This design comes from an exercise in tuning for small area, a short achievable clock period and few clock cycles per item on the open sky130 flow, not from production work. At most, simulation tests tie the RTL to the original design; equivalence was not proved.

## sx_tag_engine
module sx_tag_engine (
  input  wire         clk,
  input  wire         rst,         
  input  wire         start,
  output wire         ready,
  input  wire [127:0] key,
  input  wire [63:0]  uid,
  input  wire [15:0]  acmd,
  input  wire [31:0]  acnt,
  input  wire [15:0]  alen,
  input  wire [63:0]  atag,
  input  wire         in_valid,
  output wire         in_ready,
  input  wire [15:0]  in_data,
  output reg          done,
  output wire [63:0]  tag,
  output wire         match
);
==> flow/config.mk <==
export PLATFORM = sky130hd
export DESIGN_NAME = sx_tag_engine
export DESIGN_NICKNAME = sx_tag_engine
export VERILOG_FILES = /design/flow/design.v
export SDC_FILE = /design/flow/constraint.sdc
export NUM_CORES = 8
export LEC_CHECK = 0
export CAP_MARGIN = 20
export CELL_PAD_IN_SITES_DETAIL_PLACEMENT = 1
export CORE_MARGIN = 2
export CORE_UTILIZATION = 30
export PLACE_DENSITY = 0.5
export SETUP_SLACK_MARGIN = 2.5
export SLEW_MARGIN = 20
export SYNTH_HIERARCHICAL = 1
export SYNTH_MINIMUM_KEEP_SIZE = 0
==> flow/constraint.sdc <==
create_clock -name core_clock -period 8.0 [get_ports {clk}]
set_input_delay 1.6000 -clock core_clock [delete_from_list [all_inputs] [get_ports {clk}]]
set_output_delay 1.6000 -clock core_clock [all_outputs]
set_load 0.01 [all_outputs]
standard.sh (not shown) runs the stock make flow with config.mk's settings and CLKGATE_MAP_FILE= SYNTH_SCRIPT=/design/flow/synth_recipe.tcl, a recipe that flattens the netlist after the stock synthesis.
==> flow/flow/run.sh <==
#!/bin/bash
# The standard layout (standard.sh), with one change: the port buffers that
# global placement adds are sky130_fd_sc_hd__buf_1 instead of the delay buffer
# buffer_ports picks by itself.  The whole output goes to standard.log here.
set -euo pipefail
export BUFFER_PORTS_ARGS="-buffer_cell sky130_fd_sc_hd__buf_1"
bash standard.sh > standard.log 2>&1
The starting point ran to the end with no violations.
Testbench counts at the start, summed over its fixed seeds: cycles 13,264, items 256.
Change:
Settings changed: CORE_UTILIZATION 30 to 25, PLACE_DENSITY 0.5 to 0.45.
Outcome: The new run finished with timing, DRC and antenna clean; sequential share of layout area fell by 0.24 points; setup slack loses 29 ps; core utilization fell by 5.3 points; cell area rose by 1.8%; wire length rose by 4.1%; flip-flop and latch count is unchanged; die area rose by 20%.
Change:
Settings changed: CORE_UTILIZATION 25 to 30, GPL_ROUTABILITY_DRIVEN set to 0, PLACE_DENSITY 0.45 to 0.5.
After rerunning: The changed run ran to the end with no violations; utilization is higher by 5.1 points; sequential cell count does not change.

---

sx_tag_engine again, from the RTL that the note above started with.
## sx_tag_engine
module sx_tag_engine (
  input  wire         clk,
  input  wire         rst,         
  input  wire         start,
  output wire         ready,
  input  wire [127:0] key,
  input  wire [63:0]  uid,
  input  wire [15:0]  acmd,
  input  wire [31:0]  acnt,
  input  wire [15:0]  alen,
  input  wire [63:0]  atag,
  input  wire         in_valid,
  output wire         in_ready,
  input  wire [15:0]  in_data,
  output reg          done,
  output wire [63:0]  tag,
  output wire         match
);
==> flow/config.mk <==
export PLATFORM = sky130hd
export DESIGN_NAME = sx_tag_engine
export DESIGN_NICKNAME = sx_tag_engine
export VERILOG_FILES = /design/flow/design.v
export SDC_FILE = /design/flow/constraint.sdc
export NUM_CORES = 8
export LEC_CHECK = 0
export CAP_MARGIN = 20
export CELL_PAD_IN_SITES_DETAIL_PLACEMENT = 1
export CORE_MARGIN = 2
export CORE_UTILIZATION = 30
export PLACE_DENSITY = 0.5
export SETUP_SLACK_MARGIN = 2.25
export SLEW_MARGIN = 20
export SYNTH_HIERARCHICAL = 1
export SYNTH_MINIMUM_KEEP_SIZE = 0
==> flow/constraint.sdc <==
create_clock -name core_clock -period 8.0 [get_ports {clk}]
set_input_delay 1.6000 -clock core_clock [delete_from_list [all_inputs] [get_ports {clk}]]
set_output_delay 1.6000 -clock core_clock [all_outputs]
set_load 0.01 [all_outputs]
Scripts as last shown in full above: flow/flow/run.sh
Testbench counts at the start, summed over its fixed seeds: cycles 13,264, items 256.
Change:
SETUP_SLACK_MARGIN = 2.75   (was 2.25)
The new run completed without violations.
Hold slack gets worse by 21 ps.
Final area climbs by 8.5%.
Worst setup slack gets better by 430 ps.
Clock skew climbs by 16 ps.
Global-route usage climbs by 0.72 points.

---

Another version of the RTL of sx_tag_engine (not shown whole).
Size in the first run: ~7500 cells after synthesis, roughly 420 flip-flops, ~0.062 mm² of cells after synthesis.
Settings: LEC_CHECK=0, CAP_MARGIN=20, CORE_MARGIN=2, CORE_UTILIZATION=25, PLACE_DENSITY=0.45, SLEW_MARGIN=20, SYNTH_HIERARCHICAL=1, SYNTH_MINIMUM_KEEP_SIZE=0; clock period 8.0 ns.
run.sh (not shown) runs the stock make flow with config.mk's settings and CLKGATE_MAP_FILE= SYNTH_SCRIPT=/design/flow/synth_recipe.tcl, a recipe that flattens the netlist after the stock synthesis.
Stock flow here: none of the scripts above is used.
The first run passed the timing, design-rule and antenna checks.
Rerun with:
Settings changed: SETUP_SLACK_MARGIN from default to 1.5.
- wire length increases by 0.72%
- count of clock-buffer cells in the layout is unchanged
- clock skew is about the same
- die area does not change
- via count went up by 0.57%
- worst setup slack improves by 1.3 ns
- final area rose by 6.0%
No run of this note included a check of the RTL's function; only the layout flow was run.

---

## south
RTL: one of the versions met above, not the one the previous note started from.
For scale: about 410 I/O pins, roughly 0.063 sq mm of cells after synthesis.
export LEC_CHECK = 0
export CAP_MARGIN = 20
export CELL_PAD_IN_SITES_DETAIL_PLACEMENT = 1
export CORE_MARGIN = 2
export CORE_UTILIZATION = 30
export CTS_CLUSTER_DIAMETER = 80
export CTS_CLUSTER_SIZE = 20
export PLACE_DENSITY = 0.5
export SETUP_SLACK_MARGIN = 2.5
export SLEW_MARGIN = 20
export SYNTH_HIERARCHICAL = 1
export SYNTH_MINIMUM_KEEP_SIZE = 0
create_clock -name core_clock -period 8.0 [get_ports {clk}]
standard.sh (not shown) runs the stock make flow with config.mk's settings and CLKGATE_MAP_FILE= SYNTH_SCRIPT=/design/flow/synth_recipe.tcl, a recipe that flattens the netlist after the stock synthesis.
Scripts as last shown in full above: flow/flow/run.sh
Testbench counts of south, summed over its fixed seeds: cycles 13,264, items 256.
Setup changes, south to middle
- a change of CTS_CLUSTER_SIZE from 20 to 18
- a deleted CTS_CLUSTER_DIAMETER that had been 80
--- outcome ---
middle closes out successfully: all stages finished, all timing, DRC and antenna checks passed. From south to middle the numbers moved as follows: critical path depth now sits higher, total wire length now sits at about the same level, worst setup slack now sits higher. The number of inserted filler cells in the final layout on middle is in line with that on south. [middle vs south] buffering stage count on the worst path with inverters included: higher in middle.

[afterwards: timing with drivers on the ports]
How much do the figures lean on ideal ports? The routed layouts below were timed once more, with nothing changed but the port constraints.
Step 1, drivers: a clkbuf_16 drives clk and a buf_2 each remaining input, both assumed.
Step 2 moves the port delays by t, midway between the first and last clock arrival at a register: inputs arrive t later, outputs are due t later. That takes back most of the time a late clock gives input paths.
Three values: no drivers, after step 1, after step 2; two values: the first two.
run	t (ns)	setup slack, ns	latest minus earliest clock arrival (ns)	slew at the worst register clock pin (ns)	worst data-port slew with drivers (ns)
the first run of note 1	0.796	2.548 / 2.548 / 2.179	0.035 / 0.035	0.07 / 0.07	0.26
the second run of note 1	0.799	2.519 / 2.519 / 2.174	0.028 / 0.028	0.07 / 0.07	0.30
the third run of note 1	0.791	2.425 / 2.425 / 1.924	0.044 / 0.043	0.07 / 0.07	0.31
the first run of note 2	0.791	2.280 / 2.280 / 2.194	0.032 / 0.032	0.07 / 0.07	0.27
the second run of note 2	0.801	2.705 / 2.705 / 2.333	0.046 / 0.046	0.07 / 0.07	0.26
the first run of note 3	0.815	0.388 / 0.388 / 0.388	0.069 / 0.069	0.07 / 0.07	0.09
the second run of note 3	0.816	1.678 / 1.678 / 1.179	0.069 / 0.069	0.07 / 0.07	0.08
south	0.739	2.506 / 2.506 / 2.246	0.046 / 0.046	0.09 / 0.09	0.25
middle	0.796	2.548 / 2.548 / 2.179	0.035 / 0.035	0.07 / 0.07	0.26
After both steps setup and hold are still met in every run listed. For the third run of note 1, which loses most, drivers alone change the setup slack by 0.000 ns; drivers and shift together by -0.501 ns.
